This is an optimization exercise on Yosys and OpenROAD, whose aim is small area, a short achievable clock period and few clock cycles per item, not a production implementation. In this exercise RTL edits were held to simulation tests only and were not proved equivalent to the original. No activity file was given, so power comes from the tool's default toggle rates.

==> flow/design.v <==
module div_sqrt (
    input  wire        clk,
    input  wire        rst,
    input  wire        in_valid,
    output wire        in_ready,
    input  wire        op,         
    input  wire [31:0] a,
    input  wire [31:0] b,
    input  wire [4:0]  s,
    output reg         out_valid,
    output wire [31:0] result,
    output reg         sat
);
    localparam [1:0] S_IDLE = 2'd0, S_NORM = 2'd1, S_ITER = 2'd2, S_FIN = 2'd3;
    reg [1:0]  state;
    reg [5:0]  cnt;           
    reg        r_op;
    reg        r_aneg;        
    reg        r_neg;         
    reg [4:0]  r_s;
    reg [4:0]  za, zb;        
    reg        a_zero, b_zero;
    reg        a_ovf, b_ovf;   
    reg        f_force;       
    reg        f_zero;        
    reg        f_sat;         
    reg        f_neg;         
    reg [33:0] R;             
    reg [31:0] D;             
    reg        Ds;
    reg [33:0] Q;             
    assign in_ready = (state == S_IDLE) || (state == S_FIN);
    wire   accept   = in_valid && in_ready;
    assign result   = Q[31:0];
    wire [31:0] a_abs = a[31] ? (32'd0 - a) : a;
    wire [31:0] r_in  = (op && s[0]) ? {a[30:0], 1'b0} : a_abs;
    function [4:0] lzc32;
        input [31:0] x;
        reg   [15:0] h;
        reg   [7:0]  g;
        reg   [3:0]  f;
        reg   [1:0]  e;
        begin
            lzc32[4] = ~|x[31:16];
            h        = lzc32[4] ? x[15:0] : x[31:16];
            lzc32[3] = ~|h[15:8];
            g        = lzc32[3] ? h[7:0] : h[15:8];
            lzc32[2] = ~|g[7:4];
            f        = lzc32[2] ? g[3:0] : g[7:4];
            lzc32[1] = ~|f[3:2];
            e        = lzc32[1] ? f[1:0] : f[3:2];
            lzc32[0] = ~e[1];
        end
    endfunction
    wire [4:0]  la_in = lzc32((op && s[0]) ? {a[30:0], 1'b0} : (a ^ {32{a[31]}}));
    wire [4:0]  lb_in = lzc32(b ^ {32{b[31]}});
    wire [4:0]  las   = {za[4:1], 1'b0};         
    wire [31:0] ash   = R[31:0] << (r_op ? las : za);
    wire [32:0] bsh   = {Ds, D} << zb;
    wire        a_sh_ovf = ~ash[31] & ~a_zero;
    wire        b_sh_ovf = Ds & ~|bsh[31:0];
    wire [31:0] an    = {r_op ? ash[31] : ~a_zero, ash[30:0]};
    wire [32:0] bn    = bsh;
    wire [7:0]  e_nov     = {3'd0, r_s} - {3'd0, za} + {3'd0, zb};   
    wire [5:0]  last_sqrt = 6'd16 + {2'd0, r_s[4:1]} - {2'd0, za[4:1]};
    wire [5:0]  last_n    = r_op ? last_sqrt : (e_nov[5:0] + 6'd1);
    reg  [5:0]  last_r;
    reg         lo_m, lo_0, lo_p, hi_m, hi_0, hi_p;    
    wire        e_low     = (a_ovf & ~b_ovf) ? lo_p : (~a_ovf & b_ovf) ? lo_m : lo_0;  
    wire        e_high    = (a_ovf & ~b_ovf) ? hi_p : (~a_ovf & b_ovf) ? hi_m : hi_0;  
    wire        force_c   = r_op ? (r_aneg | a_zero)
                                 : (b_zero | a_zero | e_low | e_high);
    wire        fzero_c   = r_op | (b_zero ? a_zero : (a_zero | e_low));
    wire        fsat_c    = r_op ? r_aneg : (b_zero | (~a_zero & e_high));
    wire        fneg_c    = b_zero ? r_aneg : r_neg;
    wire        force_n   = r_op ? (r_aneg | a_zero) : (b_zero | a_zero);
    wire        fzero_n   = r_op | a_zero;
    wire        fsat_n    = r_op ? r_aneg : b_zero;
    wire        rnd    = (state == S_IDLE) || (state == S_FIN);
    wire        m      = ~R[33];               
    wire        k      = m ^ Ds;               
    wire [35:0] x      = rnd ? 36'd0 : {R[33:0], r_op ? Q[33:32] : 2'b00};
    wire [35:0] t      = {{2{Ds ^ k}}, D ^ {32{k}}, rnd | r_op | k, rnd | r_op | k};
    wire        cin    = rnd ? (r_neg ^ up) : (~r_op & k);
    wire [36:0] sum1   = {x, 1'b1} + {t, cin};            
    wire [35:0] sum    = sum1[36:1];
    wire        qb     = ~sum[35];
    wire [33:0] base   = Q;
    wire [32:0] bh     = base[33:1];
    wire        sticky = |R;                   
    wire        up     = base[0] & (r_op | sticky | base[1]);
    wire        ovf    = r_neg ? (bh[32] | (bh[31] & (|bh[30:0] | up)))
                               : (|bh[32:31] | (&bh[30:0] & up));
    wire [31:0] sres   = sum[33:2];
    wire [31:0] fin_res = f_force ? (f_zero ? 32'd0 : (f_neg ? 32'h8000_0000 : 32'h7FFF_FFFF))
                        : ovf     ? (r_neg ? 32'h8000_0000 : 32'h7FFF_FFFF)
                        :           sres;
    wire        fin_sat = f_force ? f_sat : ovf;
    always @(posedge clk) begin
        if (rst) begin
            state     <= S_IDLE;
            out_valid <= 1'b0;
        end else begin
            out_valid <= (state == S_FIN);
            case (state)
                S_NORM:  state <= force_n ? S_FIN : S_ITER;
                S_ITER:  if (force_c || cnt == last_r) state <= S_FIN;
                default: state <= accept ? S_NORM : S_IDLE;
            endcase
        end
    end
    always @(posedge clk) begin
        sat <= fin_sat;              
        if (accept) begin
            r_op   <= op;
            r_aneg <= a[31];
            r_neg  <= ~op & (a[31] ^ b[31]);
            r_s    <= s;
            za     <= la_in;
            zb     <= lb_in;
            a_zero <= ~|a;
            b_zero <= ~|b;
        end
        case (state)
            S_NORM: begin
                a_ovf   <= a_sh_ovf;
                b_ovf   <= b_sh_ovf;
                cnt     <= {6{~r_op & a_sh_ovf}};    
                last_r  <= last_n;
                lo_m    <= e_nov[7];
                lo_0    <= e_nov[7] & (e_nov != 8'hFF);
                lo_p    <= e_nov[7] & (e_nov < 8'hFE);
                hi_m    <= ~e_nov[7] & (e_nov[6:0] > 7'd33);
                hi_0    <= ~e_nov[7] & (e_nov[6:0] > 7'd32);
                hi_p    <= ~e_nov[7] & (e_nov[6:0] > 7'd31);
                f_force <= force_n;
                f_zero  <= fzero_n;
                f_sat   <= fsat_n;
                f_neg   <= fneg_c;
                if (!r_op) begin
                    R <= {2'b00, an};
                    {Ds, D} <= bn;
                    Q <= 34'd0;
                end else begin
                    R <= 34'd0;
                    {Ds, D} <= 33'd0;
                    Q <= {an, 2'b00};
                end
            end
            S_ITER: begin
                f_force <= force_c;
                f_zero  <= fzero_c;
                f_sat   <= fsat_c;
                f_neg   <= fneg_c;
                cnt     <= cnt + 6'd1;
                if (cnt == last_r)
                    Ds  <= qb ^ r_neg;           
                if (!r_op) begin
                    R <= sum[34:1];
                    Q <= {Q[32:0], qb};
                    if (cnt == last_r)
                        D <= Q[31:0];
                end else begin
                    R <= sum[33:0];
                    if (cnt == last_r) begin
                        Q <= {1'b0, D, qb};
                    end else begin
                        D <= {D[30:0], qb};
                        Q <= {Q[31:0], 2'b00};
                    end
                end
            end
            default: begin   
                Q   <= {2'd0, fin_res};
                cnt <= 6'd0;
                f_force <= force_c;
                f_zero  <= fzero_c;
                f_sat   <= fsat_c;
                f_neg   <= fneg_c;
                R   <= {2'b00, r_in};
                D   <= b;
                Ds  <= b[31];
            end
        endcase
    end
endmodule
==> flow/config.mk <==
export PLATFORM = sky130hd
export DESIGN_NAME = div_sqrt
export DESIGN_NICKNAME = div_sqrt
export VERILOG_FILES = /design/flow/design.v
export SDC_FILE = /design/flow/constraint.sdc
export NUM_CORES = 4
export LEC_CHECK = 0
export ABC_CLOCK_PERIOD_IN_PS = 2500
export CAP_MARGIN = 20
export CORE_MARGIN = 2
export CORE_UTILIZATION = 45
export GPL_ROUTABILITY_DRIVEN = 0
export SETUP_SLACK_MARGIN = 3.0
export SLEW_MARGIN = 20
==> flow/constraint.sdc <==
create_clock -name core_clock -period 7.0 [get_ports {clk}]
set_input_delay 1.4000 -clock core_clock [delete_from_list [all_inputs] [get_ports {clk}]]
set_output_delay 1.4000 -clock core_clock [all_outputs]
set_load 0.01 [all_outputs]
run.sh (not shown) runs the stock make flow with config.mk's settings and CLKGATE_MAP_FILE= SYNTH_SCRIPT=/design/flow/synth_recipe.tcl, a recipe that flattens the netlist after the stock synthesis.
The baseline went through all stages and came out clean.
Testbench counts at the start, summed over its fixed seeds: cycles 37,466, items 2,400.
==> next run, changes <==
--- a/flow/config.mk
+++ b/flow/config.mk
@@ -9,6 +9,5 @@
 export CAP_MARGIN = 20
 export CORE_MARGIN = 2
-export CORE_UTILIZATION = 45
-export GPL_ROUTABILITY_DRIVEN = 0
+export CORE_UTILIZATION = 30
 export SETUP_SLACK_MARGIN = 3.0
 export SLEW_MARGIN = 20
Cell area came out higher by 2.4%.
Power rises by 2.0%.
Setup slack degrades by 0.0060 ns.
Via count is higher by 0.46%.
Sequential share of layout area shrinks by 0.40 points.
Routed wire length goes up by 6.1%.
Utilization falls by 17 points.
Count of clock-buffer cells in the layout does not change.
==> next run, changes <==
--- a/flow/config.mk
+++ b/flow/config.mk
@@ -6,8 +6,8 @@
 export NUM_CORES = 4
 export LEC_CHECK = 0
-export ABC_CLOCK_PERIOD_IN_PS = 2500
+export ABC_CLOCK_PERIOD_IN_PS = 4000
 export CAP_MARGIN = 20
 export CORE_MARGIN = 2
-export CORE_UTILIZATION = 30
+export CORE_UTILIZATION = 40
 export SETUP_SLACK_MARGIN = 3.0
 export SLEW_MARGIN = 20
Outcome:
- The changed run finished with timing, DRC and antenna clean
- via count shrinks by 0.47%
- final area goes down by 2.0%
- clock power decreases by about 2%
- worst hold slack is better by 0.010 ns
- utilization climbs by 11 points
- sequential share of layout area climbs by 0.37 points
==> next run, changes <==
--- a/flow/config.mk
+++ b/flow/config.mk
@@ -6,8 +6,8 @@
 export NUM_CORES = 4
 export LEC_CHECK = 0
-export ABC_CLOCK_PERIOD_IN_PS = 4000
+export ABC_CLOCK_PERIOD_IN_PS = 2500
 export CAP_MARGIN = 20
 export CORE_MARGIN = 2
-export CORE_UTILIZATION = 40
+export CORE_UTILIZATION = 60
 export SETUP_SLACK_MARGIN = 3.0
 export SLEW_MARGIN = 20
The changed run went through all stages and came out clean.
Wire length goes down by 6.3%.
Clock-buffer cell count does not change.
Worst setup slack got worse by 0.081 ns.
Cell count went down by 5.8%.
Design area barely changes.
Worst hold slack is worse by 0.0056 ns.
Power grows by 2.0%.
Sequential share of layout area hardly moves.
Combinational power grows by about 2%.
==> next run, changes <==
--- a/flow/config.mk
+++ b/flow/config.mk
@@ -9,5 +9,5 @@
 export CAP_MARGIN = 20
 export CORE_MARGIN = 2
-export CORE_UTILIZATION = 60
-export SETUP_SLACK_MARGIN = 3.0
+export CORE_UTILIZATION = 40
+export SETUP_SLACK_MARGIN = 2.8
 export SLEW_MARGIN = 20
The new run completed with no timing, DRC or antenna violations.
Combinational power is lower by about 2%.
Total power is lower by 1.1%.
Wire length went up by about 4.5%.
Via count shrinks by 5.1%.
Clock skew goes up by 0.0050 ns.
Core utilization drops by 23 points.
Clock-buffer cell count rose by 3.
Fmax goes up by about 1.8%.
Design area decreases by about 0.3%.
Die area came out higher by about 50%.

separate check: timing with driven ports:
The flow's constraints put no driver on any port. The routed layouts listed below were extracted and timed again, unchanged, in two steps. Step 1 (the two cells are an assumption about what drives the block):
set clk [get_ports {clk}]
set_driving_cell -lib_cell sky130_fd_sc_hd__clkbuf_16 $clk
set_driving_cell -lib_cell sky130_fd_sc_hd__buf_2 [delete_from_list [all_inputs] $clk]
Step 2 times the ports against the registers' clock, not the clock port: input delays grow and output delays shrink by t, the midpoint of the rising clock arrivals with the driver on. a / b / c = no drivers / after step 1 / after step 2; a / b = the first two.
| run | t (ns) | setup WS [ns] | worst data-port slew with drivers (ns) | pins driven straight from the clock port |
|---|---|---|---|---|
| the first run | 0.513 | 2.844 / 2.844 / 2.594 | 0.04 | 1 |
| the second run | 0.509 | 2.838 / 2.838 / 2.498 | 0.05 | 1 |
| the third run | 0.523 | 2.862 / 2.862 / 2.577 | 0.05 | 1 |
| the fourth run | 0.514 | 2.780 / 2.780 / 2.517 | 0.07 | 1 |
| the fifth run | 0.515 | 2.853 / 2.853 / 2.381 | 0.05 | 1 |
After both steps setup and hold are still met in every run listed. For the fifth run, which loses most, drivers alone change the setup slack by 0.000 ns; drivers and shift together by -0.472 ns.
